Background: an optimization exercise with open tools, aiming at small area, a short achievable clock period and few clock cycles per item. Do not read the settings as production practice. Function was checked by simulation only, so behaviour that the tests miss may differ from the original. No activity file was given, so power comes from the tool's default toggle rates.

// trig_slots
module trig_slots (
    input  wire         clk,
    input  wire         rst,           
    input  wire         arm,
    input  wire [7:0]   cfg_kind,
    input  wire [7:0]   cfg_dir,
    input  wire [3:0]   cfg_nosettle,
    input  wire [95:0]  cfg_level,
    input  wire [63:0]  cfg_on,
    input  wire [63:0]  cfg_off,
    input  wire [19:0]  cfg_l,
    input  wire [19:0]  cfg_s,
    input  wire [3:0]   cfg_lfreeze,
    input  wire         in_valid,
    output wire         in_ready,
    input  wire [31:0]  in_data,
    output reg          res_valid,
    output reg  [3:0]   res_meet,
    output reg  [3:0]   res_active
);
Size: roughly 330 I/O pins, ~140000 µm² of cells after synthesis.
Settings: LEC_CHECK=0, CAP_MARGIN=60, CORE_MARGIN=2, CORE_UTILIZATION=50, PLACE_DENSITY=0.65, SLEW_MARGIN=60; clock period 34.0 ns.
run.sh (not shown) runs the stock make flow with config.mk's settings and CLKGATE_MAP_FILE= SYNTH_SCRIPT=/design/flow/synth_recipe.tcl, a recipe that flattens the netlist after the stock synthesis.
The starting point went through all stages and came out clean.
Testbench counts at the start, summed over its fixed seeds: cycles 32,056, items 32,000.
Change:
==> flow/flow/run.sh (new file) <==
#!/bin/bash
set -e
export SETUP_SLACK_MARGIN=25.5
echo "export SETUP_SLACK_MARGIN = 25.5" >> config.mk
bash standard.sh > standard.log 2>&1
==> flow/standard.sh (new file) <==
#!/bin/bash
# synth_recipe.tcl (not shown) runs the flow's synth.tcl, then flattens the netlist and writes it again
# the make line also repeats each setting of config.mk as NAME=value (left out here)
make -C /OpenROAD-flow-scripts/flow DESIGN_CONFIG=/design/flow/config.mk WORK_HOME=/design/flow/orfs CLKGATE_MAP_FILE= SYNTH_SCRIPT=/design/flow/synth_recipe.tcl "${@:-finish}"
- SETUP_SLACK_MARGIN: default -> 25.5
removed: flow/run.sh
Flip-flop and latch count stays the same.
Final cell count hardly moves.
Design area goes up slightly.
Setup slack improves by 0.93 ns.
Synthesized area is unchanged.
Via count hardly moves.
Fmax rises by roughly a tenth.
Non-clock buffer count goes up by 13.
Total power hardly moves.
Change:
==> flow/run.sh (new file) <==
#!/bin/bash
# synth_recipe.tcl (not shown) runs the flow's synth.tcl, then flattens the netlist and writes it again
# the make line also repeats each setting of config.mk as NAME=value (left out here)
make -C /OpenROAD-flow-scripts/flow DESIGN_CONFIG=/design/flow/config.mk WORK_HOME=/design/flow/orfs CLKGATE_MAP_FILE= SYNTH_SCRIPT=/design/flow/synth_recipe.tcl finish
- CAP_MARGIN: 60 -> 20
- SETUP_SLACK_MARGIN: 25.5 -> default
- SLEW_MARGIN: 60 -> 20
removed: flow/flow/run.sh
removed: flow/standard.sh
Effect: Total power falls by 0.85%. Clock-buffer cell count rises by 7. Fmax goes down by 15%. Routed wire length hardly moves. Via count is about the same. Clock skew hardly moves. Flip-flop and latch count is unchanged.


Another version of the RTL of trig_slots (not shown whole).
Size in the first run: roughly 18,000 cells after synthesis, roughly 330 I/O pins, roughly 150,000 µm² of cells after synthesis.
export LEC_CHECK = 0
export CAP_MARGIN = 20
export CORE_MARGIN = 2
export CORE_UTILIZATION = 30
export PLACE_DENSITY = 0.5
export SLEW_MARGIN = 20
create_clock -name core_clock -period 34.0 [get_ports {clk}]
Stock flow here: none of the scripts above is used.
The first run completed without violations.
Testbench counts at the start, summed over its fixed seeds: cycles 32,056, items 32,000.
Rerun with:
--- a/flow/config.mk
+++ b/flow/config.mk
@@ -8,5 +8,5 @@
 export CAP_MARGIN = 20
 export CORE_MARGIN = 2
-export CORE_UTILIZATION = 30
-export PLACE_DENSITY = 0.5
+export CORE_UTILIZATION = 50
+export PLACE_DENSITY = 0.65
 export SLEW_MARGIN = 20
After rerunning: The new run completed without violations; global-route usage increases by 12 points; non-clock buffer count decreases by 29; first-iteration DRC count came out higher by 13%; worst setup slack is better by 0.30 ns; synthesized cell count stays the same; wire length came out lower by 8.7%; synthesized area is unchanged.


Another version of the RTL of trig_slots (not shown whole).
Size: about 17000 cells after synthesis, roughly 140000 um2 of cells after synthesis.
==> flow/design.v (excerpt) <==
module trig_slots (
    input  wire         clk,
    input  wire         rst,           
    input  wire         arm,
    input  wire [7:0]   cfg_kind,
    input  wire [7:0]   cfg_dir,
    input  wire [3:0]   cfg_nosettle,
    input  wire [95:0]  cfg_level,
    input  wire [63:0]  cfg_on,
    input  wire [63:0]  cfg_off,
    input  wire [19:0]  cfg_l,
    input  wire [19:0]  cfg_s,
    input  wire [3:0]   cfg_lfreeze,
    input  wire         in_valid,
    output wire         in_ready,
    input  wire [31:0]  in_data,
    output reg          res_valid,
    output reg  [3:0]   res_meet,
    output reg  [3:0]   res_active
);
==> flow/config.mk <==
export PLATFORM = sky130hd
export DESIGN_NAME = trig_slots
export DESIGN_NICKNAME = trig_slots
export VERILOG_FILES = /design/flow/design.v
export SDC_FILE = /design/flow/constraint.sdc
export NUM_CORES = 4
export LEC_CHECK = 0
export CAP_MARGIN = 60
export CORE_MARGIN = 2
export CORE_UTILIZATION = 50
export PLACE_DENSITY = 0.65
export SLEW_MARGIN = 60
export SETUP_SLACK_MARGIN = 25.5
==> flow/constraint.sdc <==
create_clock -name core_clock -period 34.0 [get_ports {clk}]
set_input_delay 6.8000 -clock core_clock [delete_from_list [all_inputs] [get_ports {clk}]]
set_output_delay 6.8000 -clock core_clock [all_outputs]
set_load 0.01 [all_outputs]
standard.sh (not shown) runs the stock make flow with config.mk's settings and CLKGATE_MAP_FILE= SYNTH_SCRIPT=/design/flow/synth_recipe.tcl, a recipe that flattens the netlist after the stock synthesis.
==> flow/flow/run.sh <==
#!/bin/bash
set -e
export SETUP_SLACK_MARGIN=25.5
echo "export SETUP_SLACK_MARGIN = 25.5" >> config.mk
bash standard.sh > standard.log 2>&1
Testbench counts at the start, summed over its fixed seeds: cycles 32,056, items 32,000.
Edit:
==> flow/run.sh (new file) <==
#!/bin/bash
# synth_recipe.tcl (not shown) runs the flow's synth.tcl, then flattens the netlist and writes it again
# the make line also repeats each setting of config.mk as NAME=value (left out here)
make -C /OpenROAD-flow-scripts/flow DESIGN_CONFIG=/design/flow/config.mk WORK_HOME=/design/flow/orfs CLKGATE_MAP_FILE= SYNTH_SCRIPT=/design/flow/synth_recipe.tcl finish
Settings changed: SETUP_SLACK_MARGIN 25.5 to default.
removed: flow/flow/run.sh
removed: flow/standard.sh
Effect: Worst setup slack is worse by 1.2 ns. Power fell by 0.34%. Maximum frequency fell by 12%. Clock-buffer cell count stays the same. Final cell count barely changes. Sequential share of layout area is about the same.

==> re-timing with driven ports <==
Ports are ideal in the flow. The routed layouts listed here were re-timed in OpenROAD. Step 1 (the two cells are an assumption about what drives the block):
set clk [get_ports {clk}]
set_driving_cell -lib_cell sky130_fd_sc_hd__clkbuf_16 $clk
set_driving_cell -lib_cell sky130_fd_sc_hd__buf_2 [delete_from_list [all_inputs] $clk]
Step 2 moves the port delays by t, midway between the first and last clock arrival at a register: inputs arrive t later, outputs are due t later. That takes back most of the time a late clock gives input paths. Slacks: no drivers / after step 1 / after step 2; pairs: no drivers / after step 1.
| run | shift t [ns] | setup slack, ns | hold WS [ns] | cell pins on the clock port's net |
|---|---|---|---|---|
| the first run of note 1 | 0.933 | 24.630 / 24.630 / 24.483 | 0.456 / 0.456 / 0.456 | 1 |
| the second run of note 1 | 0.937 | 25.557 / 25.453 / 24.603 | 0.454 / 0.454 / 0.454 | 1 |
| the third run of note 1 | 0.951 | 24.123 / 24.123 / 24.123 | 0.456 / 0.456 / 0.456 | 1 |
| the first run of note 2 | 1.026 | 24.198 / 24.198 / 23.799 | 0.442 / 0.442 / 0.442 | 1 |
| the second run of note 2 | 0.994 | 24.494 / 24.494 / 23.786 | 0.446 / 0.446 / 0.446 | 1 |
| the first run of note 3 | 0.882 | 25.524 / 25.419 / 24.774 | 0.446 / 0.446 / 0.446 | 1 |
| the second run of note 3 | 0.887 | 24.356 / 24.356 / 24.356 | 0.443 / 0.443 / 0.443 | 1 |
After both steps setup and hold are still met in every run listed. For the second run of note 1, which loses most, drivers alone change the setup slack by -0.104 ns; drivers and shift together by -0.954 ns.
